What follows belongs to an exercise in optimizing a design on an open flow for small area and a short achievable clock period; a production flow would make more cautious choices. The RTL was checked by simulation tests, not by an equivalence proof against the original design. No activity file was given, so power comes from the tool's default toggle rates.

==> flow/design.v <==
module ec_encode (
    input  wire [255:0] data,
    output reg  [31:0]  check
);
    reg [15:0] rp;
    integer j, k;
    always @* begin
        for (j = 0; j < 16; j = j + 1) begin
            rp[j]         = ^data[16 * j +: 16];
            check[16 + j] = 1'b0;
            for (k = 0; k < 16; k = k + 1)
                check[16 + j] = check[16 + j] ^ data[16 * k + j];
        end
        for (j = 0; j < 16; j = j + 1)
            check[j] = rp[j] ^ rp[(j + 15) % 16];
    end
endmodule
module ec_classify (
    input  wire [31:0] synd,       
    output wire        zero,       
    output wire        cbit,       
    output wire        dbit,       
    output wire        spois,      
    output wire        uerr,       
    output wire [15:0] pair        
);
    wire [15:0] sr = synd[15:0];
    wire [15:0] sc = synd[31:16];
    function [3:1] ge3_16(input [15:0] x);
        reg [3:1] a, t;
        integer g, i, k;
        begin
            a = 3'b000;
            for (g = 0; g < 4; g = g + 1) begin
                t[1] = |x[4 * g +: 4];
                t[2] = (x[4*g] & (x[4*g+1] | x[4*g+2] | x[4*g+3])) | (x[4*g+1] & (x[4*g+2] | x[4*g+3])) |
                       (x[4*g+2] & x[4*g+3]);
                t[3] = (x[4*g] & x[4*g+1] & (x[4*g+2] | x[4*g+3])) | (x[4*g+2] & x[4*g+3] & (x[4*g] | x[4*g+1]));
                a = merge3(a, t);
            end
            ge3_16 = a;
        end
    endfunction
    function [3:1] merge3(input [3:1] a, input [3:1] b);
        begin
            merge3[1] = a[1] | b[1];
            merge3[2] = a[2] | b[2] | (a[1] & b[1]);
            merge3[3] = a[3] | b[3] | (a[2] & b[1]) | (a[1] & b[2]);
        end
    endfunction
    function [5:1] ge5_4(input [3:0] x);
        begin
            ge5_4[1] = |x;
            ge5_4[2] = (x[0] & (x[1] | x[2] | x[3])) | (x[1] & (x[2] | x[3])) | (x[2] & x[3]);
            ge5_4[3] = (x[0] & x[1] & (x[2] | x[3])) | (x[2] & x[3] & (x[0] | x[1]));
            ge5_4[4] = &x;
            ge5_4[5] = 1'b0;
        end
    endfunction
    function [5:1] merge5(input [5:1] a, input [5:1] b);
        integer k, i;
        reg [5:0] ea, eb;
        begin
            ea = {a, 1'b1};
            eb = {b, 1'b1};
            for (k = 1; k <= 5; k = k + 1) begin
                merge5[k] = 1'b0;
                for (i = 0; i <= k; i = i + 1)
                    merge5[k] = merge5[k] | (ea[i] & eb[k - i]);
            end
        end
    endfunction
    wire [3:1] wr = ge3_16(sr);
    wire [3:1] wc = ge3_16(sc);
    wire [15:0] zc = ~sc;
    wire [5:1] z0 = merge5(ge5_4(zc[3:0]),  ge5_4(zc[7:4]));
    wire [5:1] z1 = merge5(ge5_4(zc[11:8]), ge5_4(zc[15:12]));
    wire [5:1] zz = merge5(z0, z1);
    genvar r;
    generate
        for (r = 0; r < 16; r = r + 1) begin : g_pair
            assign pair[r] = sr[r] & sr[(r + 1) % 16];
        end
    endgenerate
    wire sr_one = wr[1] & ~wr[2];
    wire sc_one = wc[1] & ~wc[2];
    wire sr_two = wr[2] & ~wr[3];
    assign zero  = ~wr[1] & ~wc[1];
    assign spois = ~zz[5];
    assign cbit  = (sr_one & ~wc[1]) | (sc_one & ~wr[1]);
    assign dbit  = sc_one & sr_two & (|pair);
    assign uerr  = ~zero & ~spois & ~cbit & ~dbit;
endmodule
module ec_rmw (
    input  wire         clk,
    input  wire         rst_n,
    input  wire         in_valid,
    input  wire [1:0]   in_op,        
    input  wire [31:0]  in_mask,      
    input  wire [255:0] in_wdata,     
    input  wire [31:0]  in_wpoison,   
    input  wire [255:0] in_sdata,     
    input  wire [31:0]  in_scheck,    
    output reg          out_valid,
    output reg  [2:0]   out_class,
    output reg  [31:0]  out_synd,
    output reg  [255:0] out_rdata,
    output reg          out_poison,
    output reg          out_wb,
    output reg  [255:0] out_wdata,
    output reg  [31:0]  out_wcheck,
    output reg          out_ev_ce,
    output reg          out_ev_ue,
    output reg          out_ev_pw
);
    localparam OP_WRITE = 2'd1;
    localparam OP_SCRUB = 2'd2;
    wire        wr    = (in_op == OP_WRITE);
    wire        scrub = (in_op == OP_SCRUB);
    wire [31:0] keep  = ~(in_mask & {32{wr}});    
    reg [255:0] mraw;
    integer b;
    always @* begin
        for (b = 0; b < 32; b = b + 1)
            mraw[8 * b +: 8] = keep[b] ? in_sdata[8 * b +: 8] : in_wdata[8 * b +: 8];
    end
    wire [31:0] scalc, mcalc;
    ec_encode u_senc (.data(in_sdata), .check(scalc));
    ec_encode u_menc (.data(mraw),     .check(mcalc));
    wire [31:0] synd = in_scheck ^ scalc;
    wire [15:0] sc   = synd[31:16];
    wire        zero, cbit, dbit, spois, uerr;
    wire [15:0] pair;
    ec_classify u_cls (.synd(synd), .zero(zero), .cbit(cbit), .dbit(dbit), .spois(spois),
                       .uerr(uerr), .pair(pair));
    reg wfix_pre;
    integer r;
    always @* begin
        wfix_pre = 1'b0;
        for (r = 0; r < 16; r = r + 1)
            wfix_pre = wfix_pre | (pair[r] & ((keep[2 * r] & |sc[7:0]) | (keep[2 * r + 1] & |sc[15:8])));
    end
    reg         q_valid;
    reg         q_wr, q_scrub, q_full, q_wpm;
    reg [255:0] q_sdata;
    reg [255:0] q_mraw_n;    
    reg [31:0]  q_synd;
    reg [31:0]  q_mcalc;
    reg [15:0]  q_pair;
    reg [31:0]  q_keep;
    reg         q_wfix_pre;
    reg         q_zero, q_cbit, q_dbit, q_spois;
    always @(posedge clk) begin
        if (!rst_n)
            q_valid <= 1'b0;
        else
            q_valid <= in_valid;
        q_wr       <= wr;
        q_scrub    <= scrub;
        q_full     <= &in_mask;
        q_wpm      <= |(in_wpoison & in_mask);
        q_sdata    <= in_sdata;
        q_mraw_n   <= ~mraw;
        q_synd     <= synd;
        q_mcalc    <= mcalc;
        q_pair     <= pair;
        q_keep     <= keep;
        q_wfix_pre <= wfix_pre;
        q_zero     <= zero;
        q_cbit     <= cbit;
        q_dbit     <= dbit;
        q_spois    <= spois;
    end
    wire [15:0] row_fix = q_pair & {16{q_dbit}};
    reg  [31:0] wrow_fix;      
    reg  [255:0] flip, wflip;
    integer rr, c;
    always @* begin
        for (rr = 0; rr < 16; rr = rr + 1) begin
            wrow_fix[2 * rr]     = row_fix[rr] & q_keep[2 * rr];
            wrow_fix[2 * rr + 1] = row_fix[rr] & q_keep[2 * rr + 1];
        end
        for (rr = 0; rr < 16; rr = rr + 1)
            for (c = 0; c < 16; c = c + 1) begin
                flip[16 * rr + c]  = row_fix[rr] & q_synd[16 + c];
                wflip[16 * rr + c] = wrow_fix[2 * rr + c / 8] & q_synd[16 + c];
            end
    end
    wire wfix      = q_wfix_pre & q_dbit;
    wire uerr2     = ~q_zero & ~q_spois & ~q_cbit & ~q_dbit;
    wire corr      = q_cbit | q_dbit;
    wire bad       = ~q_zero & ~corr;              
    wire wpo       = q_wpm | (~q_full & bad);
    wire wb_poison = q_wr ? wpo : (q_scrub & uerr2);
    always @* begin
        out_valid  = q_valid;
        out_class  = {uerr2, q_dbit | q_spois, q_cbit | q_spois};
        out_synd   = q_synd;
        out_rdata  = q_sdata ^ flip;
        out_poison = q_wr ? wpo : bad;
        out_wb     = q_wr | (q_scrub & (corr | uerr2));
        out_wdata  = ~q_mraw_n ^ wflip;
        out_wcheck = q_mcalc ^ (q_synd & {32{wfix}}) ^ {{16{wb_poison}}, 16'h0000};
        out_ev_ce  = corr & ~(q_wr & q_full);
        out_ev_ue  = uerr2 & ~(q_wr & q_full);
        out_ev_pw  = wb_poison;
    end
endmodule
==> flow/flow/run.sh <==
#!/bin/bash
set -euo pipefail
export BUFFER_PORTS_ARGS="-buffer_cell sky130_fd_sc_hd__buf_1"
export SETUP_SLACK_MARGIN=7
bash standard.sh finish > flow_make.log 2>&1
==> flow/standard.sh <==
#!/bin/bash
# synth_recipe.tcl (not shown) runs the flow's synth.tcl, then flattens the netlist and writes it again
# the make line also repeats each setting of config.mk as NAME=value (left out here)
make -C /OpenROAD-flow-scripts/flow DESIGN_CONFIG=/design/flow/config.mk WORK_HOME=/design/flow/orfs CLKGATE_MAP_FILE= SYNTH_SCRIPT=/design/flow/synth_recipe.tcl "${@:-finish}"
==> flow/config.mk <==
export PLATFORM = sky130hd
export DESIGN_NAME = ec_rmw
export DESIGN_NICKNAME = ec_rmw
export VERILOG_FILES = /design/flow/design.v
export SDC_FILE = /design/flow/constraint.sdc
export NUM_CORES = 4
export LEC_CHECK = 0
export CAP_MARGIN = 20
export CORE_AREA = 5 5 355 355
export CTS_BUF_LIST = sky130_fd_sc_hd__clkbuf_4 sky130_fd_sc_hd__clkbuf_8
export DIE_AREA = 0 0 360 360
export SLEW_MARGIN = 20
==> flow/constraint.sdc <==
create_clock -name core_clock -period 12.0 [get_ports {clk}]
set_input_delay 2.4000 -clock core_clock [delete_from_list [all_inputs] [get_ports {clk}]]
set_output_delay 2.4000 -clock core_clock [all_outputs]
set_load 0.01 [all_outputs]
==> summary.md, run 1 <==
| Metric | Value |
|---|---|
| WL/cell | 31.5 um |
| Gr usage total | 0.295 |
| Met2 wire length | 95.2 mm |
| Hold path depth | 2 |
| Global-route wire length before repair | 263 mm |
| Setup TNS Final | 0 ps |
| Antenna viol nets, final | 0 |
| DIE HEIGHT | 360 um |
| Fin crit share | 0.432 |
| Post-synth EDFFs | 0 |
| Status | finished clean |
| Hold_buf cts | 0 |
| Die width | 360 um |
| WHS Endpoint | q_valid |
| Yosys top cell area share | 0.373 |
| WL met1 | 83.0 mm |
| Clock Path Buffers | 3 |
| Ys async rst share | 0 |
| Top-count cell post-synth | xnor2_1 |
| Cells after Synth | 3,465 |
| Synth Cell Area | 0.0340 sq mm |
| Top post-synthesis cells by area | dfxtp_1, xnor2_1, xor2_1 |
| Grt ovf | 0 |
| Port buffer count | 1,197 |
| Storage cell area | 0.0127 sq mm |
| Largest fanout on the critical path | 5 |
| Slew margin rel. | 0.232 |
| WL met3 | 15.3 mm |
| Initial Util | 0.280 |
| Measured slew at the worst slew-check pin | 1150 ps |
| Worst-path clk slew | 60 ps |
| Largest net degree at the start of global routing | 35 |
| CTS Sinks | 634 |
| Number of global-route vias before repair | 30,300 |
| Layout Nets | 5,319 |
| Critical path class | in -> reg |
| FP Rows | 128 |
| Worst EP required | 12,670 ps |
| Uppermost layer routed | met5 |
| DRT Pass-1 Iters | 5 |
| Main flop type after synthesis | dfxtp_1 |
| # DRC | 0 |
| Post-Syn Nets | 4,078 |
| CTS tree | yes |
| Hpwl dp | 167 mm |
| # setup viols final | 0 |
| IO Count | 1,198 |
| Root buffer cell | clkbuf_8 |
| Core box area | 0.122 sq mm |
| Startpoint Class | input port |
| Ys Warns | 3 |
| Pins Over Slew Limit | 0 |
| Placer congestion estimate | 0.991 |
| Placed cell area | 0.0405 sq mm |
| Critical path endpoint category | register |
| Die area | 0.130 sq mm |
| Fmax achieved | 0.193 GHz |
| Final min period | 5190 ps |
| Iteration-0 DRC Markers | 2,907 |
| Synth area leader | dfxtp_1 |
| Antenna violations before repair | 33 |
| Multi-input logic area | 0.0220 sq mm |
| Min-Delay Path Class | in -> reg |
| CP arrival | 5860 ps |
| Max-cap violations | 0 |
| Hold_sp | in_valid |
| Fill count | 12,600 |
| Most common library cells after synthesis | xnor2_1, dfxtp_1, nand2_1, xor2_1, mux2i_1 |
| Unrepaired setup endpoints after global routing | true |
| Area growth, synth to finish | 31.9% |
| Leak | 16.9 nW |
| Final hold vios | 0 |
| Count of different cell masters after synthesis | 64 |
| Final Core Density | 0.369 |
| Final WL | 203 mm |
| Maximum vdd drop | 124 uV |
| Share of layout cells above drive strength 1 | 0.124 |
| Power per cell area | 207 mW/mm^2 |
| H-Tree Depth | 3 |
| Vias per inst | 4.77 |
| Seq cells post-synth | 634 |
| Final instance area | 0.0449 sq mm |
| Syn avg cell area | 9.82 sq um |
| Via count | 30,700 |
| Cts bufs inserted | 115 |
| Sequential share of the synthesized area | 0.373 |
## worst max path at each step
stage,startpoint,endpoint,slack [ps],depth (start not counted)
after floorplan,in_sdata[159],q_dbit,6810,12
after global placement,in_sdata[151],q_wfix_pre,5040,11
after detailed placement,in_sdata[151],q_wfix_pre,5100,11
after CTS,q_dbit,out_wcheck[22],6850,8
after global routing,in_sdata[175],q_dbit,6840,11
final,in_sdata[208],q_dbit,6810,11
## repair_timing
item                       4_1_cts  5_1_grt
gates cloned                     2        1
gates resized for setup        261       96
setup buffers                   15        4
pin swaps                       22       18
setup endpoints to repair      556       43
## cell type report
| type | count | share of cell area |
|---|---|---|
| Multi-Input combinational cell | 2663 | 0.490 |
| Sequential cell | 634 | 0.283 |
| Timing Repair Buffer | 1273 | 0.122 |
| Clock buffer | 180 | 0.0516 |
| Tap cell | 1625 | 0.0453 |
| Clock inverter | 27 | 0.00607 |
| Inverter | 19 | 0.00159 |
| Antenna cell | 14 | 0.000780 |
## worst max-delay path: stages
cell,delay [ps]
buf_1,460
xor2_1,170
xnor2_1,190
xnor2_1,540
xnor3_1,480
xor2_2,370
nand2b_1,300
nand4_1,130
or4bb_1,500
o211ai_1,270
a2111oi_2,60
## metrics by stage
| stage | total power [W] | instances | setup slack [ps] | hold slack, ps |
|---|---|---|---|---|
| final | 0.00931 | 6435 | 6810 | 1780 |
| after global routing | 0.00962 | 6422 | 6840 | 1720 |
| after CTS | 0.00922 | 6416 | 6850 | 1650 |
| after detailed placement | 0.00668 | 6192 | 5100 | 2600 |
| after global placement | 0.00666 | 6191 | 5040 | 2600 |
| after floorplan | 0.00488 | 3465 | 6810 | 2430 |
## layout by cell type, fill, tap and decap left out, types with 14 or more instances in the layout
cell type and n:
xor2_2 17, clkinv_2 16, clkbuf_4 27, mux2i_2 17, dfxtp_1 621, mux2i_1 239
clkbuf_2 18, xnor2_2 81, clkbuf_8 154, inv_1 19, nand4_1 15, buf_4 57
diode_2 14, buf_2 51, xnor3_1 20, xnor2_4 16, and3_2 26, a22oi_1 22
xnor2_1 1064, nand2_1 581, o21ai_0 14, xor2_1 355, buf_1 1115
## registers in the layout, indices dropped and copies added (netlist names), 16 cells and up
register / count
q_keep: 32
q_mcalc: 32
q_mraw_n: 256
q_pair: 16
q_sdata: 256
q_synd: 32
## report_power, final
group | internal [W] | total [W] | leakage, nW | switching [W]
sequential | 0.00240 | 0.00272 | 5.34 | 0.000322
combinational | 0.00151 | 0.00424 | 10.2 | 0.00273
clock | 0.00131 | 0.00235 | 1.37 | 0.00104
## cells by family (layout without fill, tap and decap cells)
logic type | Yosys count | after routing | synth area share
AO/OA/AOI/OAI | 110 | 110 | 0.0245
multiplexers | 257 | 257 | 0.0756
buffers and inverters | 169 | 1499 | 0.0197
AND/OR/NAND/NOR | 724 | 725 | 0.0895
adder cells (fa/ha/maj) | 6 | 6 | 0.00176
XOR/XNOR | 1565 | 1565 | 0.416
flip-flops | 634 | 634 | 0.373
other | 0 | 14 | 0
## routing by layer
layer,up-vias,GRT usage
met5,-,0
met4,10,0.116
met3,361,0.0539
met2,1769,0.495
met1,15100,0.378
li1,13500,-
==> run 2, diff against run 1 <==
--- a/flow/config.mk
+++ b/flow/config.mk
@@ -6,7 +6,7 @@
 export NUM_CORES = 4
 export LEC_CHECK = 0
 export CAP_MARGIN = 20
-export CORE_AREA = 5 5 355 355
+export CORE_AREA = 5 5 425 425
 export CTS_BUF_LIST = sky130_fd_sc_hd__clkbuf_4 sky130_fd_sc_hd__clkbuf_8
-export DIE_AREA = 0 0 360 360
+export DIE_AREA = 0 0 430 430
 export SLEW_MARGIN = 20
==> summary.md, run 2 <==
| Metric | Value |
|---|---|
| Critical path class | in -> reg (unchanged) |
| # DRC | 0 (unchanged) |
| CTS tree | yes (unchanged) |
| Maximum vdd drop | 143 uV (was 124 uV) |
| Area growth, synth to finish | 45.1% (was 31.9%) |
| Fill count | 18,800 (was 12,600) |
| Ys Warns | 3 (unchanged) |
| FP Rows | 154 (was 128) |
| Yosys top cell area share | 0.373 (unchanged) |
| Iteration-0 DRC Markers | 3,047 (was 2,907) |
| Post-Place Cells | 6,945 (was 6,192) |
| Max stage delay on crit path | 660 ps (was 540 ps) |
| Synth Cell Area | 0.0340 sq mm (unchanged) |
| Hold_sp | in_sdata[197] (was in_valid) |
| Setup TNS Final | 0 ps (unchanged) |
| IO Count | 1,198 (unchanged) |
| Worst path cell trace | buf_1 > xnor2_4 > xnor2_1 > xnor3_2 > xnor2_2 > or4_4 > or2_4 > or3_1 > a21oi_2 > o211ai_1 > a2111oi_2 (was buf_1 > xor2_1 > xnor2_1 > xnor2_1 > xnor3_1 > xor2_2 > nand2b_1 > nand4_1 > or4bb_1 > o211ai_1 > a2111oi_2) |
| Worst EP required | 12,760 ps (was 12,670 ps) |
| Worst-path clk slew | 60 ps (about the same) |
| Final WL | 246 mm (was 203 mm) |
| Unrepaired setup endpoints after global routing | true (unchanged) |
| Max-cap violations | 0 (unchanged) |
| Hpwl dp | 200 mm (was 167 mm) |
| Largest net degree at the start of global routing | 35 (unchanged) |
| Crit. Startpoint | in_sdata[191] (was in_sdata[208]) |
| Seq cells post-synth | 634 (unchanged) |
| Leak | 19.2 nW (was 16.9 nW) |
| Fmax achieved | 0.195 GHz (was 0.193 GHz) |
| Port buffer count | 1,197 (unchanged) |
| Fin crit share | 0.428 (was 0.432) |
| Clock Path Buffers | 3 (unchanged) |
| Syn avg cell area | 9.82 sq um (unchanged) |
| Power per cell area | 204 mW/mm^2 (was 207 mW/mm^2) |
| Via count | 32,200 (was 30,700) |
| Slowest stage cell, crit path | or4_4 (was xnor2_1) |
| Grt ovf | 0 (unchanged) |
| Synth area leader | dfxtp_1 (unchanged) |
| Commonest non-fill, non-tap cells in the layout | xnor2_1, buf_1, dfxtp_1, nand2_1, xor2_1 (was buf_1, xnor2_1, dfxtp_1, nand2_1, xor2_1) |
| Die width | 430 um (was 360 um) |
| Count of different cell masters after synthesis | 64 (unchanged) |
| Initial Util | 0.194 (was 0.280) |
| DIE HEIGHT | 430 um (was 360 um) |
| Share of layout cells above drive strength 1 | 0.219 (was 0.124) |
| Post-synth EDFFs | 0 (unchanged) |
| Gr usage total | 0.252 (was 0.295) |
| Slew margin rel. | 0.216 (was 0.232) |
| Status | finished clean (unchanged) |
| Layout Nets | 5,440 (was 5,319) |
| Global-route wire length before repair | 311 mm (was 263 mm) |
| Post-Syn Nets | 4,078 (unchanged) |
| Number of global-route vias before repair | 32,500 (was 30,300) |
| Largest fanout on the critical path | 17 (was 5) |
| Top flop regs | q_mraw_n: 256 flops, q_sdata: 256 flops (unchanged) |
| Placer congestion estimate | 1.04 (was 0.991) |
| Critical path endpoint category | register (unchanged) |
| Pins Over Slew Limit | 0 (unchanged) |
| Sequential share of the synthesized area | 0.373 (unchanged) |
| DRT Pass-1 Iters | 6 (was 5) |
| Antenna violations before repair | 40 (was 33) |
| # setup viols final | 0 (unchanged) |
| Core box area | 0.176 sq mm (was 0.122 sq mm) |
| Cts bufs inserted | 133 (was 115) |
| Root buffer cell | clkbuf_8 (unchanged) |
| CTS Sinks | 634 (unchanged) |
| Commonest non-fill, non-tap cell in the layout | xnor2_1 (was buf_1) |
| WL/cell | 33.7 um (was 31.5 um) |
| Startpoint Class | input port (unchanged) |
| Antenna viol nets, final | 0 (unchanged) |
| Final hold vios | 0 (unchanged) |
| Min-Delay Path Class | in -> reg (unchanged) |
| Ys async rst share | 0 (unchanged) |
| CP arrival | 5900 ps (was 5860 ps) |
| Most common library cells after synthesis | xnor2_1, dfxtp_1, nand2_1, xor2_1, mux2i_1 (unchanged) |
| Measured slew at the worst slew-check pin | 1170 ps (was 1150 ps) |
| Cells after Synth | 3,465 (unchanged) |
| Top post-synthesis cells by area | dfxtp_1, xnor2_1, xor2_1 (unchanged) |
| Final cell count without fillers | 7,291 (was 6,435) |
| Final min period | 5140 ps (was 5190 ps) |
| Top-count cell post-synth | xnor2_1 (unchanged) |
| Main flop type after synthesis | dfxtp_1 (unchanged) |
| Die area | 0.185 sq mm (was 0.130 sq mm) |
| H-Tree Depth | 4 (was 3) |
| Vias per inst | 4.41 (was 4.77) |
==> run 2: cell counts after synthesis <==
Identical to the previous run, type by type.
==> run 2: kinds of logic (layout without fill, tap and decap cells) <==
logic type | count (synthesis) | after routing | synth area share
multiplexers | 257 | 257 | 0.0756
buffers and inverters | 169 | 1631 | 0.0197
XOR/XNOR | 1565 | 1565 | 0.416
AO/OA/AOI/OAI | 110 | 110 | 0.0245
AND/OR/NAND/NOR | 724 | 724 | 0.0895
flip-flops | 634 | 634 | 0.373
other | 0 | 24 | 0
adder cells (fa/ha/maj) | 6 | 6 | 0.00176
==> run 2: layout make-up <==
| type | count | area [sq um] | share of cell area |
|---|---|---|---|
| tap | 2340 | 2930 | 0.0593 |
| clock buffer | 192 | 2480 | 0.0502 |
| sequential | 634 | 12700 | 0.258 |
| clock inverter | 43 | 558 | 0.0113 |
| antenna | 24 | 60.1 | 0.00122 |
| multi-input combinational | 2662 | 23400 | 0.473 |
| inverter | 19 | 71.3 | 0.00144 |
| timing repair buffer | 1377 | 7210 | 0.146 |
==> run 2: final timing paths <==
check | to | slack, ps | cells past startpoint
max | q_dbit | 6860 | 11
min | q_sdata[197] | 1710 | 1
==> run 2: through the flow <==
step | worst slack [ps] | cell area, sq um | util | hold WS, ps | total power (W)
global placement | 4780 | 41700 | 0.237 | 2610 | 0.00699
floorplan | 6810 | 34100 | - | 2430 | 0.00488
CTS | 6780 | 47900 | 0.273 | 1560 | 0.0100
finish | 6860 | 49400 | 0.281 | 1710 | 0.0101
detailed placement | 4790 | 41700 | 0.237 | 2600 | 0.00698
global route | 6810 | 49400 | 0.281 | 1640 | 0.0104
==> run 2: power by group <==
group,leakage (nW),total [W],switching [W],internal [W]
clock network,1.59,0.00271,0.00117,0.00154
registers,5.34,0.00276,0.000355,0.00240
logic,12.3,0.00460,0.00298,0.00161
==> run 2: per-layer routing <==
metal / vias up / part of all wire / global-route usage
met2: 2074 / 0.48 / 0.431
li1: 13700 / - / -
met1: 15800 / 0.37 / 0.291
met4: 8 / 0.062 / 0.133
met3: 564 / 0.084 / 0.0627
met5: - / 0.00019 / 0
==> run 2: repair_timing <==
action                                  4_1_cts  5_1_grt
pin swaps                                    71      103
resized for setup                           590      319
buffers inserted                             63       12
endpoints found under the setup margin      573      171
hold buffers                                  0        0
cloned                                       11        1
==> run 2: worst max-delay path: cells and delay by family <==
kind	cells	cell delay, ps
simple gates	3	1430
xor+xnor	4	1110
compound gates	3	530
buf+inv	1	420
==> run 3, diff against run 2 <==
==> flow/flow/run.sh (replaced) <==
#!/bin/bash
set -euo pipefail
export BUFFER_PORTS_ARGS="-buffer_cell sky130_fd_sc_hd__buf_1"
export SETUP_SLACK_MARGIN=7
export PLACE_PINS_ARGS="-min_distance 1 -min_distance_in_tracks"
bash standard.sh finish > flow_make.log 2>&1
--- a/flow/config.mk
+++ b/flow/config.mk
@@ -6,7 +6,7 @@
 export NUM_CORES = 4
 export LEC_CHECK = 0
 export CAP_MARGIN = 20
-export CORE_AREA = 5 5 425 425
+export CORE_AREA = 5 5 315 315
 export CTS_BUF_LIST = sky130_fd_sc_hd__clkbuf_4 sky130_fd_sc_hd__clkbuf_8
-export DIE_AREA = 0 0 430 430
+export DIE_AREA = 0 0 320 320
 export SLEW_MARGIN = 20
==> summary.md, run 3 <==
| Metric | Value |
|---|---|
| Status | finished clean (unchanged) |
| Placed cell area | 0.0398 sq mm (was 0.0417 sq mm) |
| Switching Fraction | 0.418 (was 0.448) |
| Critical path endpoint category | register (unchanged) |
| Critical path class | in -> reg (unchanged) |
| Worst EP required | 12,670 ps (was 12,760 ps) |
| Cells after Synth | 3,465 (unchanged) |
| Part of the power in registers | 0.299 (was 0.274) |
| Unrepaired setup endpoints after global routing | true (unchanged) |
| Vias per inst | 4.89 (was 4.41) |
| Maximum vdd drop | 115 uV (was 143 uV) |
| CTS Sinks | 634 (unchanged) |
| Grt ovf | 0 (unchanged) |
| Setup TNS Final | 0 ps (unchanged) |
| DRT Pass-1 Iters | 6 (unchanged) |
| Final WL | 169 mm (was 246 mm) |
| Core box area | 0.0952 sq mm (was 0.176 sq mm) |
| Max stage delay on crit path | 600 ps (was 660 ps) |
| XOR/XNOR Fraction of Synth Area | 0.416 (unchanged) |
| Antenna violations before repair | 40 (unchanged) |
| Most used cell along the critical path | xnor2_1 |
| Multi-input logic area | 0.0213 sq mm (was 0.0234 sq mm) |
| Post-Synth Adder-Cell Area | 0.00176 (unchanged) |
| Synth Cell Area | 0.0340 sq mm (unchanged) |
| Slew margin rel. | 0.302 (was 0.216) |
| Area growth, synth to finish | 28.0% (was 45.1%) |
| CTS tree | yes (unchanged) |
| Top-count cell post-synth | xnor2_1 (unchanged) |
| Ys Warns | 3 (unchanged) |
| Sequential share of the synthesized area | 0.373 (unchanged) |
| Number of global-route vias before repair | 30,100 (was 32,500) |
| IO Count | 1,198 (unchanged) |
| DIE HEIGHT | 320 um (was 430 um) |
| Fmax achieved | 0.197 GHz (was 0.195 GHz) |
| Hold path depth | 1 (unchanged) |
| Clk pwr share | 0.266 (was 0.269) |
| Most common library cells after synthesis | xnor2_1, dfxtp_1, nand2_1, xor2_1, mux2i_1 (unchanged) |
| # DRC | 0 (unchanged) |
| Post-Syn Nets | 4,078 (unchanged) |
| Post-synth EDFFs | 0 (unchanged) |
| Clock Path Buffers | 3 (unchanged) |
| Placer congestion estimate | 0.982 (was 1.04) |
| Worst-path clk slew | 60 ps (about the same) |
| Yosys top cell area share | 0.373 (unchanged) |
| Mux contribution to synthesized area | 0.0756 (unchanged) |
| CP arrival | 5740 ps (was 5900 ps) |
| P_sw | 0.00371 W (was 0.00451 W) |
| Fin crit share | 0.423 (was 0.428) |
| Final instance area | 0.0436 sq mm (was 0.0494 sq mm) |
| Seq cells post-synth | 634 (unchanged) |
| Worst path cell trace | buf_1 > xnor2_1 > xnor2_1 > xnor3_1 > xnor2_1 > or4_4 > or2_4 > or3_1 > a21oi_2 > o211ai_1 > a2111oi_2 (was buf_1 > xnor2_4 > xnor2_1 > xnor3_2 > xnor2_2 > or4_4 > or2_4 > or3_1 > a21oi_2 > o211ai_1 > a2111oi_2) |
| Gr usage total | 0.309 (was 0.252) |
| Die area | 0.102 sq mm (was 0.185 sq mm) |
| Final cell count without fillers | 6,081 (was 7,291) |
| Storage cell area | 0.0127 sq mm (about the same) |
| WL/cell | 27.8 um (was 33.7 um) |
| Largest family of logic cells by synthesized area | XOR/XNOR gates (unchanged) |
| Leak | 16.4 nW (was 19.2 nW) |
| Via count | 29,800 (was 32,200) |
| Syn avg cell area | 9.82 sq um (unchanged) |
| Max-cap violations | 0 (unchanged) |
| H-Tree Depth | 3 (was 4) |
| Ys async rst share | 0 (unchanged) |
| Final Core Density | 0.458 (was 0.281) |
| Startpoint Class | input port (unchanged) |
| Post-Place Cells | 5,809 (was 6,945) |
| Hold_buf cts | 0 (unchanged) |
| # setup viols final | 0 (unchanged) |
| Die width | 320 um (was 430 um) |
| Post-synthesis compound-gate area fraction | 0.0245 (unchanged) |
| Layout Nets | 5,296 (was 5,440) |
| Initial Util | 0.358 (was 0.194) |
| FP Rows | 113 (was 154) |
| Largest net degree at the start of global routing | 35 (unchanged) |
| Hpwl dp | 136 mm (was 200 mm) |
| Antenna viol nets, final | 0 (unchanged) |
| Synth area leader | dfxtp_1 (unchanged) |
| Logic pwr share | 0.435 (was 0.457) |
| Cts bufs inserted | 116 (was 133) |
| Count of different cell masters after synthesis | 64 (unchanged) |
| Iteration-0 DRC Markers | 2,132 (was 3,047) |
| Largest fanout on the critical path | 17 (unchanged) |
| Final hold vios | 0 (unchanged) |
| Slowest stage cell, crit path | or4_4 (unchanged) |
| Simple-gate share of the synthesized area | 0.0895 (unchanged) |
| Top post-synthesis cells by area | dfxtp_1, xnor2_1, xor2_1 (unchanged) |
| Pins Over Slew Limit | 0 (unchanged) |
| Root buffer cell | clkbuf_8 (unchanged) |
| Final min period | 5070 ps (was 5140 ps) |
| Main flop type after synthesis | dfxtp_1 (unchanged) |
| Commonest non-fill, non-tap cell in the layout | buf_1 (was xnor2_1) |
| Share of layout cells above drive strength 1 | 0.0904 (was 0.219) |
| Min-Delay Path Class | in -> reg (unchanged) |
| Global-route wire length before repair | 227 mm (was 311 mm) |
| Top flop regs | q_mraw_n: 256 flops, q_sdata: 256 flops (unchanged) |
| Measured slew at the worst slew-check pin | 1040 ps (was 1170 ps) |
| Port buffer count | 1,197 (unchanged) |
| Pint | 0.00517 W (was 0.00556 W) |
| Commonest non-fill, non-tap cells in the layout | buf_1, xnor2_1, dfxtp_1, nand2_1, xor2_1 (was xnor2_1, buf_1, dfxtp_1, nand2_1, xor2_1) |
| Fill count | 9,470 (was 18,800) |
| Worst hold slack | 1810 ps (was 1710 ps) |
| Power per cell area | 204 mW/mm^2 (about the same) |
-- run 3: cell counts after synthesis --
No cell type changed its count.
-- run 3: path summary, 6_finish.rpt --
path           end          start
max         q_dbit  in_sdata[121]
min   q_sdata[230]  in_sdata[230]
-- run 3: cell families (layout without fill, tap and decap cells) --
group	after synthesis	count (layout)
xor+xnor	1565	1565
compound gates	110	110
other cells	0	38
flops	634	634
buf+inv	169	1481
fa+ha+maj	6	6
mux	257	257
simple gates	724	725
-- run 3: critical path, delay by kind of cell --
kind                      cells  cell delay (ps)
xor gates and xnor gates      4             1140
buffers and inverters         1              320
AOI/OAI and AO/OA             3              520
and+or+nand+nor               3             1360
-- run 3: layout make-up --
| cell class | instances | area share |
|---|---|---|
| Antenna cell | 38 | 0.00218 |
| Clock buffer | 189 | 0.0537 |
| Clock inverter | 24 | 0.00698 |
| Inverter | 19 | 0.00164 |
| Multi-Input combinational cell | 2663 | 0.489 |
| Sequential cell | 634 | 0.292 |
| Tap cell | 1265 | 0.0363 |
| Timing Repair Buffer | 1249 | 0.119 |
-- run 3: metrics by stage --
stage | setup WS, ps | power, W
5_1_grt | 6880 | 0.00919
2_1_floorplan | 6810 | 0.00488
6_report | 6930 | 0.00888
3_3_place_gp | 5330 | 0.00633
4_1_cts | 6960 | 0.00880
3_5_place_dp | 5290 | 0.00634
-- run 3: repair_timing --
item,4_1_cts,5_1_grt
gates resized for setup,107,77
endpoints found under the setup margin,550,126
buffers inserted,12,5
cloned,4,0
pin swaps,11,9
-- run 3: routing by layer --
layer | share of wire | GRT usage
met1 | 0.41 | 0.386
met2 | 0.45 | 0.494
met3 | 0.083 | 0.0783
met4 | 0.061 | 0.162
met5 | 0.00052 | 0
-- run 3: power by group through the flow --
| stage | sequential [W] | clock, W | combinational (W) |
|---|---|---|---|
| detailed placement | 0.00269 | 0 | 0.00365 |
| global placement | 0.00269 | 0 | 0.00364 |
| floorplan | 0.00256 | 0 | 0.00233 |
| CTS | 0.00265 | 0.00241 | 0.00374 |
| finish | 0.00266 | 0.00236 | 0.00386 |
| global route | 0.00267 | 0.00249 | 0.00403 |
==> run 4, diff against run 3 <==
--- a/flow/design.v
+++ b/flow/design.v
@@ -146,8 +146,6 @@
     reg [255:0] q_mraw_n;    
     reg [31:0]  q_synd;
     reg [31:0]  q_mcalc;
-    reg [15:0]  q_pair;
-    reg [31:0]  q_keep;
     reg         q_wfix_pre;
     reg         q_zero, q_cbit, q_dbit, q_spois;
     always @(posedge clk) begin
@@ -163,30 +161,27 @@
         q_mraw_n   <= ~mraw;
         q_synd     <= synd;
         q_mcalc    <= mcalc;
-        q_pair     <= pair;
-        q_keep     <= keep;
         q_wfix_pre <= wfix_pre;
         q_zero     <= zero;
         q_cbit     <= cbit;
         q_dbit     <= dbit;
         q_spois    <= spois;
     end
-    wire [15:0] row_fix = q_pair & {16{q_dbit}};
-    reg  [31:0] wrow_fix;      
+    wire wfix = q_wfix_pre & q_dbit;              
+    reg  [15:0]  row_fix, wrow_fix;
     reg  [255:0] flip, wflip;
     integer rr, c;
     always @* begin
         for (rr = 0; rr < 16; rr = rr + 1) begin
-            wrow_fix[2 * rr]     = row_fix[rr] & q_keep[2 * rr];
-            wrow_fix[2 * rr + 1] = row_fix[rr] & q_keep[2 * rr + 1];
+            row_fix[rr]  = q_synd[rr] & q_synd[(rr + 1) % 16] & q_dbit;
+            wrow_fix[rr] = q_synd[rr] & q_synd[(rr + 1) % 16] & wfix;
         end
         for (rr = 0; rr < 16; rr = rr + 1)
             for (c = 0; c < 16; c = c + 1) begin
                 flip[16 * rr + c]  = row_fix[rr] & q_synd[16 + c];
-                wflip[16 * rr + c] = wrow_fix[2 * rr + c / 8] & q_synd[16 + c];
+                wflip[16 * rr + c] = wrow_fix[rr] & q_synd[16 + c];
             end
     end
-    wire wfix      = q_wfix_pre & q_dbit;
     wire uerr2     = ~q_zero & ~q_spois & ~q_cbit & ~q_dbit;
     wire corr      = q_cbit | q_dbit;
     wire bad       = ~q_zero & ~corr;              
--- a/flow/flow/run.sh
+++ b/flow/flow/run.sh
@@ -1,4 +1,9 @@
 #!/bin/bash
+# The standard layout (the standard.sh: unchanged synthesis, floorplan, power
+# grid, placement, CTS and routing) with these changes to how it is made:
+#  - the port buffers that global placement inserts are buf_1 cells instead of
+#    the resizer's default pick;
+#  - pins may sit on adjacent routing tracks, so the ports fit a smaller die;
 set -euo pipefail
 export BUFFER_PORTS_ARGS="-buffer_cell sky130_fd_sc_hd__buf_1"
 export SETUP_SLACK_MARGIN=7
--- a/flow/config.mk
+++ b/flow/config.mk
@@ -6,7 +6,8 @@
 export NUM_CORES = 4
 export LEC_CHECK = 0
 export CAP_MARGIN = 20
-export CORE_AREA = 5 5 315 315
+export CORE_AREA = 5 5 245 245
 export CTS_BUF_LIST = sky130_fd_sc_hd__clkbuf_4 sky130_fd_sc_hd__clkbuf_8
-export DIE_AREA = 0 0 320 320
+export DIE_AREA = 0 0 250 250
+export PLACE_DENSITY = 0.72
 export SLEW_MARGIN = 20
==> summary.md, run 4 <==
| Metric | Value |
|---|---|
| Status | finished clean (unchanged) |
| CTS Sinks | 586 (was 634) |
| Initial Util | 0.577 (was 0.358) |
| Hold_buf cts | 0 (unchanged) |
| Synth Cell Area | 0.0331 sq mm (was 0.0340 sq mm) |
| WL/cell | 28.2 um (was 27.8 um) |
| Layout Nets | 5,245 (was 5,296) |
| Critical path endpoint category | output pin (was register) |
| Pins Over Slew Limit | 0 (unchanged) |
| Slowest stage cell, crit path | dfxtp_4 (was or4_4) |
| Final Core Density | 0.722 (was 0.458) |
| Seq cells post-synth | 586 (was 634) |
| Slew margin rel. | 0.400 (was 0.302) |
| Total power | 0.00855 W (was 0.00888 W) |
| Min-Delay Path Class | in -> reg (unchanged) |
| Sequential share of the synthesized area | 0.355 (was 0.373) |
| Final WL | 155 mm (was 169 mm) |
| Power per cell area | 206 mW/mm^2 (was 204 mW/mm^2) |
| Grt ovf | 0 (unchanged) |
| Die width | 250 um (was 320 um) |
| Measured slew at the worst slew-check pin | 875 ps (was 1040 ps) |
| Syn avg cell area | 9.68 sq um (was 9.82 sq um) |
| Share of layout cells above drive strength 1 | 0.0785 (was 0.0904) |
| Cts bufs inserted | 101 (was 116) |
| Worst EP required | 9600 ps (was 12,670 ps) |
| Top flop regs | q_mraw_n: 256 flops, q_sdata: 256 flops (unchanged) |
| DIE HEIGHT | 250 um (was 320 um) |
| Yosys top cell area share | 0.367 (was 0.373) |
| Hpwl dp | 123 mm (was 136 mm) |
| Main flop type after synthesis | dfxtp_1 (unchanged) |
| # DRC | 0 (unchanged) |
| Placer congestion estimate | 1.05 (was 0.982) |
| Unrepaired setup endpoints after global routing | true (unchanged) |
| Ys Warns | 3 (unchanged) |
| Maximum vdd drop | 141 uV (was 115 uV) |
| Count of different cell masters after synthesis | 69 (was 64) |
| Max stage delay on crit path | 480 ps (was 600 ps) |
| Setup TNS Final | 0 ps (unchanged) |
| IO Count | 1,198 (unchanged) |
| Final setup margin | 6890 ps (was 6930 ps) |
| Commonest non-fill, non-tap cells in the layout | xnor2_1, buf_1, dfxtp_1, nand2_1, nor2_1 (was buf_1, xnor2_1, dfxtp_1, nand2_1, xor2_1) |
| Antenna violations before repair | 50 (was 40) |
| Final hold vios | 0 (unchanged) |
| Post-Syn Nets | 4,029 (was 4,078) |
| Worst path cell trace | buf_8 > nand3_2 > nor2_1 > xnor2_1 > buf_1 (was buf_1 > xnor2_1 > xnor2_1 > xnor3_1 > xnor2_1 > or4_4 > or2_4 > or3_1 > a21oi_2 > o211ai_1 > a2111oi_2) |
| Max-cap violations | 0 (unchanged) |
| Synth area leader | xnor2_1 (was dfxtp_1) |
| Root buffer cell | clkbuf_8 (unchanged) |
| Area growth, synth to finish | 25.2% (was 28.0%) |
| Top-count cell post-synth | xnor2_1 (unchanged) |
| Via count | 31,000 (was 29,800) |
| Cells after Synth | 3,416 (was 3,465) |
| WP buf/inv | 2 (was 1) |
| Iteration-0 DRC Markers | 3,337 (was 2,132) |
| Fin crit share | 0.426 (was 0.423) |
| Die area | 0.0625 sq mm (was 0.102 sq mm) |
| Startpoint Class | register (was input port) |
| DRT Pass-1 Iters | 5 (was 6) |
| Ys async rst share | 0 (unchanged) |
| Final min period | 5110 ps (was 5070 ps) |
| Vias per inst | 5.62 (was 4.89) |
| Largest net degree at the start of global routing | 34 (was 35) |
| H-Tree Depth | 3 (unchanged) |
| Core box area | 0.0574 sq mm (was 0.0952 sq mm) |
| Number of global-route vias before repair | 30,000 (was 30,100) |
| Antenna viol nets, final | 0 (unchanged) |
| Top post-synthesis cells by area | xnor2_1, dfxtp_1, mux2i_1 (was dfxtp_1, xnor2_1, xor2_1) |
| Worst-path clk slew | 70 ps (was 60 ps) |
| Critical path class | reg -> out (was in -> reg) |
| Largest fanout on the critical path | 18 (was 17) |
| Commonest non-fill, non-tap cell in the layout | xnor2_1 (was buf_1) |
| Clock Path Buffers | 3 (unchanged) |
| Port buffer count | 1,197 (unchanged) |
| Fmax achieved | 0.196 GHz (was 0.197 GHz) |
| Global-route wire length before repair | 211 mm (was 227 mm) |
| CTS tree | yes (unchanged) |
| Leak | 15.7 nW (was 16.4 nW) |
| FP Rows | 88 (was 113) |
| Gr usage total | 0.462 (was 0.309) |
| CP arrival | 2710 ps (was 5740 ps) |
| Post-synth EDFFs | 0 (unchanged) |
| Pre-CTS setup slack | 6000 ps (was 5290 ps) |
| CP top delay family | simple AND/OR/NAND/NOR gates (unchanged) |
| # setup viols final | 0 (unchanged) |
| Most common library cells after synthesis | xnor2_1, dfxtp_1, nand2_1, nor2_1, mux2i_1 (was xnor2_1, dfxtp_1, nand2_1, xor2_1, mux2i_1) |
==> run 4: per-layer routing <==
layer / global-route usage / vias to the layer above / wire length, um
li1: - / 13400 / -
met1: 0.549 / 14500 / 54800
met2: 0.687 / 2512 / 65200
met3: 0.194 / 616 / 23000
met4: 0.298 / 24 / 12300
met5: 0.00772 / - / 221
==> run 4: cells by family after synthesis <==
logic type / after synthesis / share of synthesized area
multiplexers: 259 / 0.0784
XOR/XNOR: 1566 / 0.430
buffers and inverters: 144 / 0.0169
AND/OR/NAND/NOR: 744 / 0.0933
flip-flops: 586 / 0.355
AO/OA/AOI/OAI: 109 / 0.0247
adder cells (fa/ha/maj): 8 / 0.00242
==> run 4: worst paths after layout <==
path | start | endpoint | slack, ps | cells past startpoint
max | q_dbit | out_wdata[143] | 6890 | 5
min | in_valid | q_valid | 1870 | 2
==> run 4: what timing repair did <==
item | in CTS | in global routing
setup buffers | 1 | 15
gates cloned | 0 | 2
gates resized for setup | 94 | 65
setup endpoints to repair | 548 | 207
pin swaps | 0 | 5
==> run 4: layout make-up <==
cell class | instances | area, sq um
tap | 765 | 957
clock buffer | 166 | 2080
sequential | 586 | 11800
fill | 4637 | 15900
antenna | 40 | 100
multi-input combinational | 2686 | 21400
clock inverter | 20 | 153
inverter | 28 | 105
timing repair buffer | 1229 | 4870
==> run 4: per-stage QoR <==
step	cells	area, sq um	hold WS (ps)
2_1_floorplan	3416	33200	2430
3_3_place_gp	5276	38300	2590
3_5_place_dp	5276	38300	2600
4_1_cts	5463	40800	1830
5_1_grt	5511	41400	1880
6_report	5520	41400	1870
==> run 4: report_power, final <==
group / internal [W] / total [W] / switching [W]
Clock: 0.00112 / 0.00202 / 0.000897
Sequential: 0.00221 / 0.00251 / 0.000300
Combinational: 0.00144 / 0.00402 / 0.00259
Total: 0.00477 / 0.00855 / 0.00378
==> run 5, diff against run 4 <==
--- a/flow/config.mk
+++ b/flow/config.mk
@@ -6,8 +6,7 @@
 export NUM_CORES = 4
 export LEC_CHECK = 0
 export CAP_MARGIN = 20
-export CORE_AREA = 5 5 245 245
+export CORE_AREA = 5 5 290 290
 export CTS_BUF_LIST = sky130_fd_sc_hd__clkbuf_4 sky130_fd_sc_hd__clkbuf_8
-export DIE_AREA = 0 0 250 250
-export PLACE_DENSITY = 0.72
+export DIE_AREA = 0 0 295 295
 export SLEW_MARGIN = 20
==> summary.md, run 5 <==
| Metric | Value |
|---|---|
| Slew margin rel. | 0.372 (was 0.400) |
| Fmax achieved | 0.199 GHz (was 0.196 GHz) |
| Largest fanout on the critical path | 33 (was 18) |
| Grt ovf | 0 (unchanged) |
| Storage cell area | 0.0117 sq mm (was 0.0118 sq mm) |
| Antenna viol nets, final | 0 (unchanged) |
| Top flop regs | q_mraw_n: 256 flops, q_sdata: 256 flops (unchanged) |
| Placer congestion estimate | 1.02 (was 1.05) |
| Post-Place Cells | 5,586 (was 5,276) |
| Yosys top cell area share | 0.367 (unchanged) |
| Sequential share of the synthesized area | 0.355 (unchanged) |
| Post-Syn Nets | 4,029 (unchanged) |
| GRT met2 Usage | 0.548 (was 0.687) |
| Final hold vios | 0 (unchanged) |
| GRT busiest layer | met2 (unchanged) |
| Multi-input logic area | 0.0215 sq mm (was 0.0214 sq mm) |
| Core box area | 0.0805 sq mm (was 0.0574 sq mm) |
| Cells after Synth | 3,416 (unchanged) |
| Final setup margin | 6960 ps (was 6890 ps) |
| Area growth, synth to finish | 26.9% (was 25.2%) |
| Post-synth EDFFs | 0 (unchanged) |
| Syn avg cell area | 9.68 sq um (unchanged) |
| DRT Pass-1 Iters | 7 (was 5) |
| Vias per inst | 5.13 (was 5.62) |
| Worst EP required | 12,560 ps (was 9600 ps) |
| Count of different cell masters after synthesis | 69 (unchanged) |
| Die width | 295 um (was 250 um) |
| Crit. Startpoint | in_op[0] (was q_dbit) |
| FP Rows | 104 (was 88) |
| Share of layout cells above drive strength 1 | 0.0870 (was 0.0785) |
| Synth area leader | xnor2_1 (unchanged) |
| Main flop type after synthesis | dfxtp_1 (unchanged) |
| Worst hold slack | 1870 ps (about the same) |
| CP arrival | 5600 ps (was 2710 ps) |
| # setup viols final | 0 (unchanged) |
| CTS Sinks | 586 (unchanged) |
| Final cell count without fillers | 5,828 (was 5,520) |
| DIE HEIGHT | 295 um (was 250 um) |
| Cts bufs inserted | 105 (was 101) |
| Final min period | 5040 ps (was 5110 ps) |
| Met3 Use GR | 0.119 (was 0.194) |
| Setup TNS Final | 0 ps (unchanged) |
| Initial Util | 0.411 (was 0.577) |
| Port buffer count | 1,197 (unchanged) |
| Top-count cell post-synth | xnor2_1 (unchanged) |
| Power per cell area | 207 mW/mm^2 (was 206 mW/mm^2) |
| Layout Nets | 5,269 (was 5,245) |
| Hpwl dp | 134 mm (was 123 mm) |
| Fill count | 7,836 (was 4,637) |
| Crit path capture | q_mcalc[8] (was out_wdata[143]) |
| Leak | 15.8 nW (was 15.7 nW) |
| Seq cells post-synth | 586 (unchanged) |
| # DRC | 0 (unchanged) |
| Top post-synthesis cells by area | xnor2_1, dfxtp_1, mux2i_1 (unchanged) |
| IO Count | 1,198 (unchanged) |
| Measured slew at the worst slew-check pin | 940 ps (was 875 ps) |
| Final WL | 166 mm (was 155 mm) |
| Most common library cells after synthesis | xnor2_1, dfxtp_1, nand2_1, nor2_1, mux2i_1 (unchanged) |
| Ys Warns | 3 (unchanged) |
| Fin crit share | 0.420 (was 0.426) |
| Synth Cell Area | 0.0331 sq mm (unchanged) |
| Global-route wire length before repair | 223 mm (was 211 mm) |
| Unrepaired setup endpoints after global routing | true (unchanged) |
| Critical path class | in -> reg (was reg -> out) |
| CTS tree | yes (unchanged) |
| Commonest non-fill, non-tap cells in the layout | xnor2_1, buf_1, dfxtp_1, nand2_1, nor2_1 (unchanged) |
| Min-Delay Path Class | in -> reg (unchanged) |
| Iteration-0 DRC Markers | 2,557 (was 3,337) |
| Hold_buf cts | 0 (unchanged) |
| Pre-CTS setup slack | 5820 ps (was 6000 ps) |
| H-Tree Depth | 3 (unchanged) |
| Clock Path Buffers | 3 (unchanged) |
| Number of global-route vias before repair | 29,500 (was 30,000) |
| Startpoint Class | input port (was register) |
| Pins Over Slew Limit | 0 (unchanged) |
| Largest net degree at the start of global routing | 34 (unchanged) |
| Gr usage total | 0.359 (was 0.462) |
| Root buffer cell | clkbuf_8 (unchanged) |
| Met1 Resource Use GR | 0.457 (was 0.549) |
| Final Core Density | 0.521 (was 0.722) |
| Critical path endpoint category | register (was output pin) |
| Maximum vdd drop | 110 uV (was 141 uV) |
| Antenna violations before repair | 34 (was 50) |
| Ys async rst share | 0 (unchanged) |
| Via count | 29,900 (was 31,000) |
| WL/cell | 28.6 um (was 28.2 um) |
| Die area | 0.0870 sq mm (was 0.0625 sq mm) |
| Worst-path clk slew | 70 ps (about the same) |
| Commonest non-fill, non-tap cell in the layout | xnor2_1 (unchanged) |
| Max-cap violations | 0 (unchanged) |
| Status | finished clean (unchanged) |
==> run 5: metal layers <==
metal  vias to the layer above  part of all wire
met5                         -           0.00067
met4                        16             0.057
met3                       432              0.11
met2                      1854              0.43
met1                     14200              0.40
li1                      13400                 -
==> run 5: critical path, cell delays in order <==
cell and delay (ps):
buf_1 80, nor2b_2 230, buf_4 410, nand2_1 600, mux2i_1 590, xnor2_1 190
xnor2_1 330, xnor2_1 170, xnor2_1 420, xor2_1 110
==> run 5: kinds of logic (layout without fill, tap and decap cells) <==
logic type	after synthesis	in the layout	share of synthesized area
compound gates	109	109	0.0247
flops	586	586	0.355
buf+inv	144	1463	0.0169
simple gates	744	744	0.0933
xor+xnor	1566	1566	0.430
mux	259	259	0.0784
fa+ha+maj	8	8	0.00242
other cells	0	33	0
==> run 5: area by class of cell <==
class                           count  area share
Clock buffer                      166      0.0490
Antenna cell                       33     0.00197
Multi-Input combinational cell   2686       0.513
Clock inverter                     20     0.00426
Inverter                           28     0.00250
Tap cell                         1060      0.0316
Timing Repair Buffer             1249       0.118
Sequential cell                   586       0.280
==> run 5: worst min-delay path by stage <==
stage	to	slack [ps]	start	cells after the start
finish	q_valid	1870	in_valid	2
CTS	q_valid	1800	in_valid	2
detailed placement	q_valid	2600	in_valid	2
floorplan	q_sdata[0]	2430	in_sdata[0]	0
global route	q_sdata[133]	1840	in_sdata[133]	1
global placement	q_valid	2600	in_valid	2
==> run 5: through the flow <==
step | power, W | instance area (sq um)
CTS | 0.00856 | 41500
floorplan | 0.00485 | 33200
global route | 0.00901 | 42000
detailed placement | 0.00646 | 38800
finish | 0.00869 | 42000
global placement | 0.00645 | 38800
==> run 5: where the power goes <==
group / internal [W] / switching [W] / leakage [nW] / total, W
clock network: 0.00113 / 0.000911 / 1.20 / 0.00204
registers: 0.00220 / 0.000207 / 4.94 / 0.00241
logic: 0.00147 / 0.00278 / 9.69 / 0.00424
total: 0.00480 / 0.00389 / 15.8 / 0.00869
==> run 5: repair_timing <==
item | 4_1_cts | 5_1_grt
hold endpoints to repair | 0 | 0
buffers inserted | 5 | 18
setup endpoints to repair | 555 | 248
pin swaps | 3 | 7
resized for setup | 109 | 73
==> run 6, diff against run 5 <==
--- a/flow/flow/run.sh
+++ b/flow/flow/run.sh
@@ -6,6 +6,6 @@
 #  - pins may sit on adjacent routing tracks, so the ports fit a smaller die;
 set -euo pipefail
 export BUFFER_PORTS_ARGS="-buffer_cell sky130_fd_sc_hd__buf_1"
-export SETUP_SLACK_MARGIN=7
+export SETUP_SLACK_MARGIN=7.3
 export PLACE_PINS_ARGS="-min_distance 1 -min_distance_in_tracks"
 bash standard.sh finish > flow_make.log 2>&1
--- a/flow/config.mk
+++ b/flow/config.mk
@@ -6,7 +6,7 @@
 export NUM_CORES = 4
 export LEC_CHECK = 0
 export CAP_MARGIN = 20
-export CORE_AREA = 5 5 290 290
+export CORE_AREA = 5 5 260 260
 export CTS_BUF_LIST = sky130_fd_sc_hd__clkbuf_4 sky130_fd_sc_hd__clkbuf_8
-export DIE_AREA = 0 0 295 295
+export DIE_AREA = 0 0 265 265
 export SLEW_MARGIN = 20
==> summary.md, run 6 <==
| Metric | Value |
|---|---|
| Number of global-route vias before repair | 29,600 (was 29,500) |
| Final Core Density | 0.706 (was 0.521) |
| Antenna violations before repair | 42 (was 34) |
| Global-route wire length before repair | 214 mm (was 223 mm) |
| WL/cell | 28.4 um (was 28.6 um) |
| Power per cell area | 203 mW/mm^2 (was 207 mW/mm^2) |
| Die area | 0.0702 sq mm (was 0.0870 sq mm) |
| Critical path class | in -> reg (unchanged) |
| Post-Syn Nets | 4,029 (unchanged) |
| Post-synth EDFFs | 0 (unchanged) |
| Port buffer count | 1,197 (unchanged) |
| Maximum vdd drop | 154 uV (was 110 uV) |
| Main flop type after synthesis | dfxtp_1 (unchanged) |
| Crit. Startpoint | in_op[0] (unchanged) |
| Syn avg cell area | 9.68 sq um (unchanged) |
| Final WL | 163 mm (was 166 mm) |
| Status | finished clean (unchanged) |
| Crit path capture | q_mcalc[0] (was q_mcalc[8]) |
| Unrepaired setup endpoints after global routing | true (unchanged) |
| Worst hold slack | 1820 ps (was 1870 ps) |
| Cells after Synth | 3,416 (unchanged) |
| Commonest non-fill, non-tap cells in the layout | xnor2_1, buf_1, dfxtp_1, nand2_1, mux2i_1 (was xnor2_1, buf_1, dfxtp_1, nand2_1, nor2_1) |
| Fmax achieved | 0.207 GHz (was 0.199 GHz) |
| Placed cell area | 0.0385 sq mm (was 0.0388 sq mm) |
| Fin crit share | 0.403 (was 0.420) |
| # DRC | 0 (unchanged) |
| Final hold vios | 0 (unchanged) |
| Layout Nets | 5,365 (was 5,269) |
| Sequential share of the synthesized area | 0.355 (unchanged) |
| Storage cell area | 0.0118 sq mm (was 0.0117 sq mm) |
| Gr usage total | 0.420 (was 0.359) |
| Yosys top cell area share | 0.367 (unchanged) |
| Initial Util | 0.513 (was 0.411) |
| Most common library cells after synthesis | xnor2_1, dfxtp_1, nand2_1, nor2_1, mux2i_1 (unchanged) |
| Top flop regs | q_mraw_n: 256 flops, q_sdata: 256 flops (unchanged) |
| Setup TNS Final | 0 ps (unchanged) |
| Critical path endpoint category | register (unchanged) |
| Max-cap violations | 0 (unchanged) |
| Synth area leader | xnor2_1 (unchanged) |
| Min-Delay Path Class | in -> reg (unchanged) |
| CP arrival | 5430 ps (was 5600 ps) |
| CTS Sinks | 586 (unchanged) |
| Leak | 18.2 nW (was 15.8 nW) |
| DRT Pass-1 Iters | 6 (was 7) |
| Root buffer cell | clkbuf_8 (unchanged) |
| Share of layout cells above drive strength 1 | 0.210 (was 0.0870) |
| Commonest non-fill, non-tap cell in the layout | xnor2_1 (unchanged) |
| Largest net degree at the start of global routing | 34 (unchanged) |
| Clock Path Buffers | 3 (unchanged) |
| Cts bufs inserted | 103 (was 105) |
| Synth Cell Area | 0.0331 sq mm (unchanged) |
| FP Rows | 93 (was 104) |
| Hold_buf cts | 0 (unchanged) |
| Placer congestion estimate | 1.03 (was 1.02) |
| Ys Warns | 3 (unchanged) |
| Core box area | 0.0645 sq mm (was 0.0805 sq mm) |
| # setup viols final | 0 (unchanged) |
| Via count | 31,100 (was 29,900) |
| Antenna viol nets, final | 0 (unchanged) |
| Area growth, synth to finish | 37.6% (was 26.9%) |
| Ys async rst share | 0 (unchanged) |
| Worst-path clk slew | 60 ps (was 70 ps) |
| Top post-synthesis cells by area | xnor2_1, dfxtp_1, mux2i_1 (unchanged) |
| Grt ovf | 0 (unchanged) |
| Slew margin rel. | 0.450 (was 0.372) |
| Final min period | 4830 ps (was 5040 ps) |
| Multi-input logic area | 0.0234 sq mm (was 0.0215 sq mm) |
| Largest fanout on the critical path | 33 (unchanged) |
| H-Tree Depth | 3 (unchanged) |
| Die width | 265 um (was 295 um) |
| Worst EP required | 12,590 ps (was 12,560 ps) |
| Startpoint Class | input port (unchanged) |
| Measured slew at the worst slew-check pin | 823 ps (was 940 ps) |
| Final instance area | 0.0455 sq mm (was 0.0420 sq mm) |
| CTS tree | yes (unchanged) |
| Pins Over Slew Limit | 0 (unchanged) |
| IO Count | 1,198 (unchanged) |
| Top-count cell post-synth | xnor2_1 (unchanged) |
| Vias per inst | 5.43 (was 5.13) |
| Iteration-0 DRC Markers | 3,187 (was 2,557) |
| Count of different cell masters after synthesis | 69 (unchanged) |
| DIE HEIGHT | 265 um (was 295 um) |
| Hpwl dp | 125 mm (was 134 mm) |
| Fill count | 5,258 (was 7,836) |
| Seq cells post-synth | 586 (unchanged) |
[run 6: critical path, stage by stage]
cell     delay [ps]
buf_1            80
nor2b_2         130
buf_4           390
nand2_1         560
mux2i_1         570
xnor2_1         150
xnor2_1         380
xnor2_1         130
xnor2_1         460
xor2_1          130
[run 6: cell families (layout without fill, tap and decap cells)]
kind of cell | Yosys count | after routing | share of synthesized area
xor+xnor | 1566 | 1566 | 0.430
simple gates | 744 | 753 | 0.0933
flops | 586 | 586 | 0.355
mux | 259 | 259 | 0.0784
buf+inv | 144 | 1551 | 0.0169
compound gates | 109 | 109 | 0.0247
fa+ha+maj | 8 | 8 | 0.00242
other cells | 0 | 35 | 0
[run 6: final cells by class]
| class | instances | area share |
|---|---|---|
| clock inverter | 22 | 0.00624 |
| tap | 855 | 0.0235 |
| antenna | 35 | 0.00192 |
| clock buffer | 163 | 0.0453 |
| sequential | 586 | 0.259 |
| timing repair buffer | 1338 | 0.147 |
| multi-input combinational | 2695 | 0.515 |
| inverter | 28 | 0.00231 |
[run 6: metal layers]
layer  vias up  share of wire  track usage
li1      13600              -            -
met2      2204           0.43        0.634
met3       491           0.12        0.141
met5         -        0.00063            0
met1     14800           0.38        0.528
met4        14          0.069        0.240
[run 6: repair_timing]
action	in CTS	in global routing
buffers inserted	42	81
endpoints found under the setup margin	562	390
gates resized for setup	277	597
pin swaps	40	129
gates cloned	2	11
[run 6: report_power, final]
part | total [W] | leakage, nW | switching, W | internal (W)
sequential | 0.00254 | 4.95 | 0.000325 | 0.00222
combinational | 0.00457 | 12.1 | 0.00282 | 0.00174
clock | 0.00213 | 1.24 | 0.000908 | 0.00122
[run 6: stage by stage]
stage | cells | total power, W | worst slack, ps
CTS | 5595 | 0.00864 | 7150
detailed placement | 5366 | 0.00629 | 5820
global route | 5718 | 0.00945 | 7060
floorplan | 3416 | 0.00486 | 6980
global placement | 5366 | 0.00628 | 5890
finish | 5722 | 0.00923 | 7170
[run 6: worst min path at each step]
stage	from	slack, ps	to	cells after the start
5_1_grt	in_sdata[54]	1790	q_sdata[54]	1
3_5_place_dp	in_valid	2600	q_valid	2
3_3_place_gp	in_valid	2600	q_valid	2
2_1_floorplan	in_sdata[0]	2430	q_sdata[0]	0
6_report	in_sdata[54]	1820	q_sdata[54]	1
4_1_cts	in_sdata[2]	1810	q_sdata[2]	1
==> run 7, diff against run 6 <==
--- a/flow/flow/run.sh
+++ b/flow/flow/run.sh
@@ -6,6 +6,6 @@
 #  - pins may sit on adjacent routing tracks, so the ports fit a smaller die;
 set -euo pipefail
 export BUFFER_PORTS_ARGS="-buffer_cell sky130_fd_sc_hd__buf_1"
-export SETUP_SLACK_MARGIN=7.3
+export SETUP_SLACK_MARGIN=7
 export PLACE_PINS_ARGS="-min_distance 1 -min_distance_in_tracks"
 bash standard.sh finish > flow_make.log 2>&1
--- a/flow/config.mk
+++ b/flow/config.mk
@@ -5,6 +5,7 @@
 export SDC_FILE = /design/flow/constraint.sdc
 export NUM_CORES = 4
 export LEC_CHECK = 0
+export ABC_AREA = 1
 export CAP_MARGIN = 20
 export CORE_AREA = 5 5 260 260
 export CTS_BUF_LIST = sky130_fd_sc_hd__clkbuf_4 sky130_fd_sc_hd__clkbuf_8
==> summary.md, run 7 <==
| Metric | Value |
|---|---|
| Status | finished clean (unchanged) |
| Most common library cells after synthesis | nand2_1, xnor2_1, dfxtp_1, nor2_1, inv_1 (was xnor2_1, dfxtp_1, nand2_1, nor2_1, mux2i_1) |
| Yosys top cell area share | 0.306 (was 0.367) |
| Port buffer count | 1,197 (unchanged) |
| Measured slew at the worst slew-check pin | 1080 ps (was 823 ps) |
| Startpoint Class | input port (unchanged) |
| Seq cells post-synth | 586 (unchanged) |
| Commonest non-fill, non-tap cells in the layout | nand2_1, buf_1, xnor2_1, dfxtp_1, inv_1 (was xnor2_1, buf_1, dfxtp_1, nand2_1, mux2i_1) |
| Top flop regs | q_mraw_n: 256 flops, q_sdata: 256 flops (unchanged) |
| Fin crit share | 0.416 (was 0.403) |
| Sequential share of the synthesized area | 0.306 (was 0.355) |
| Worst-path clk slew | 60 ps (about the same) |
| FP Rows | 93 (unchanged) |
| Final WL | 183 mm (was 163 mm) |
| Pins Over Slew Limit | 0 (unchanged) |
| Power per cell area | 159 mW/mm^2 (was 203 mW/mm^2) |
| Post-synth EDFFs | 0 (unchanged) |
| Grt ovf | 0 (unchanged) |
| Initial Util | 0.595 (was 0.513) |
| Crit. Startpoint | in_op[0] (unchanged) |
| CP top delay family | XOR/XNOR gates (unchanged) |
| DIE HEIGHT | 265 um (unchanged) |
| Most used cell along the critical path | xor2_1 (was xnor2_1) |
| Antenna viol nets, final | 0 (unchanged) |
| Met2 wire length | 74.5 mm (was 69.5 mm) |
| Area growth, synth to finish | 21.2% (was 37.6%) |
| Ys Warns | 3 (unchanged) |
| Main flop type after synthesis | dfxtp_1 (unchanged) |
| Clock Path Buffers | 3 (unchanged) |
| Global-route wire length before repair | 255 mm (was 214 mm) |
| Unrepaired setup endpoints after global routing | true (unchanged) |
| Critical path endpoint category | register (unchanged) |
| Count of different cell masters after synthesis | 36 (was 69) |
| Share of layout cells above drive strength 1 | 0.0513 (was 0.210) |
| Ys async rst share | 0 (unchanged) |
| Cts bufs inserted | 103 (unchanged) |
| Max stage delay on crit path | 620 ps (was 570 ps) |
| Worst EP required | 12,660 ps (was 12,590 ps) |
| Hold_buf cts | 0 (unchanged) |
| Slowest stage cell, crit path | o21ai_1 (was mux2i_1) |
| Final cell count without fillers | 7,804 (was 5,722) |
| Vias per inst | 5.49 (was 5.43) |
| Largest net degree at the start of global routing | 34 (unchanged) |
| WL met3 | 26.0 mm (was 20.3 mm) |
| Iteration-0 DRC Markers | 5,017 (was 3,187) |
| Layout Nets | 7,446 (was 5,365) |
| Die width | 265 um (unchanged) |
| Root buffer cell | clkbuf_8 (unchanged) |
| Number of global-route vias before repair | 40,300 (was 29,600) |
| Antenna violations before repair | 38 (was 42) |
| Crit. path cell count | 11 (was 10) |
| CTS tree | yes (unchanged) |
| CTS Sinks | 586 (unchanged) |
| Final min period | 5000 ps (was 4830 ps) |
| H-Tree Depth | 3 (unchanged) |
| Fmax achieved | 0.200 GHz (was 0.207 GHz) |
| Max-cap violations | 0 (unchanged) |
| Cells after Synth | 5,642 (was 3,416) |
| Largest fanout on the critical path | 33 (unchanged) |
| Hold_sp | in_valid (was in_sdata[54]) |
| Uppermost layer routed | met5 (unchanged) |
| Synth area leader | dfxtp_1 (was xnor2_1) |
| Crit path capture | q_mcalc[6] (was q_mcalc[0]) |
| Synth Cell Area | 0.0383 sq mm (was 0.0331 sq mm) |
| Syn avg cell area | 6.80 sq um (was 9.68 sq um) |
| Critical path class | in -> reg (unchanged) |
| Commonest non-fill, non-tap cell in the layout | nand2_1 (was xnor2_1) |
| Leak | 21.6 nW (was 18.2 nW) |
| Core box area | 0.0645 sq mm (unchanged) |
| Placer congestion estimate | 1.12 (was 1.03) |
| Slew margin rel. | 0.272 (was 0.450) |
-- run 7: cell types whose count changed in the layout (fill, tap and decap cells not counted), sizes merged, moves of 177 or more --
| cell | delta |
|---|---|
| nand2 | +1910 |
| inv | +418 |
| o21ai | +201 |
| nor2 | +177 |
| mux2i | -206 |
| xnor2 | -397 |
-- run 7: how the worst min path moves through the flow --
stage,slack (ps),depth (start not counted),end
after floorplan,2430,0,q_sdata[0]
after global placement,2570,3,q_valid
after detailed placement,2580,3,q_valid
after CTS,1810,3,q_valid
after global routing,1860,1,q_sdata[1]
final,1850,3,q_valid
-- run 7: worst min-delay path: cells and delay by family --
kind | cells | cell delay [ps]
and+or+nand+nor | 1 | 50
buffers and inverters | 2 | 110
-- run 7: report_power, final --
part           switching (W)  internal [W]  leakage [nW]
logic                0.00192      0.000906          15.4
clock network       0.000923       0.00125          1.28
registers           0.000200       0.00217          4.94
total                0.00304       0.00433          21.6
-- run 7: cell families (layout without fill, tap and decap cells) --
family,Yosys count,after routing,share of synthesized area
and+or+nand+nor,2897,2897,0.294
xor gates and xnor gates,1270,1270,0.290
buffers and inverters,606,1883,0.0618
DFF,586,586,0.306
AOI/OAI and AO/OA,231,231,0.0330
muxes,52,52,0.0150
other,0,30,0
-- run 7: what timing repair did --
action | CTS | global route
setup endpoints to repair | 530 | 71
cloned | 1 | 0
resized for setup | 79 | 35
pin swaps | 7 | 2
setup buffers | 8 | 2
endpoints found under the hold margin | 0 | 0
-- run 7: area by class of cell --
cell class | count | area (sq um)
diodes | 30 | 75.1
inverters | 448 | 1690
clock buffers | 163 | 2080
well taps | 855 | 1070
fillers | 5493 | 18000
clock inverters | 28 | 339
multi-input cells | 4450 | 24600
repair buffers | 1244 | 4930
flip-flops and latches | 586 | 11700
-- run 7: stage by stage --
stage	util	cell area (sq um)	hold slack, ps	power, W	worst slack, ps
after floorplan	-	38300	2430	0.00401	7650
after global placement	0.674	43500	2570	0.00499	6120
after detailed placement	0.674	43500	2580	0.00502	6140
after CTS	0.718	46300	1810	0.00719	6970
after global routing	0.721	46500	1860	0.00760	6910
final	0.721	46500	1850	0.00737	7000
-- run 7: per-layer routing --
metal	track usage	up-vias
met3	0.168	902
met5	0.0311	-
met1	0.547	19200
li1	-	19400
met4	0.461	18
met2	0.720	3308

re-timing with driven ports:
No port has a modelled driver above. Below, the same layouts with a new extraction and two added sets of constraints. Step 1, drivers: a clkbuf_16 drives clk and a buf_2 each remaining input, both assumed. Step 2 also shifts input and output timing later by t, the mid clock arrival at the registers, as if the neighbouring blocks saw the same clock. a / b / c = ideal ports / drivers / drivers and shift; a / b = the first two.
run | t, ns | setup WS [ns]
run 1 | 0.865 | 6.810 / 6.849 / 5.984
run 2 | 0.971 | 6.859 / 6.835 / 5.947
run 3 | 0.838 | 6.930 / 6.936 / 6.124
run 4 | 0.784 | 6.889 / 6.822 / 6.276
run 5 | 0.777 | 6.964 / 6.922 / 6.224
run 6 | 0.791 | 7.165 / 7.102 / 6.397
run 7 | 0.786 | 7.004 / 6.964 / 6.255
After both steps every run listed still meets setup and hold.
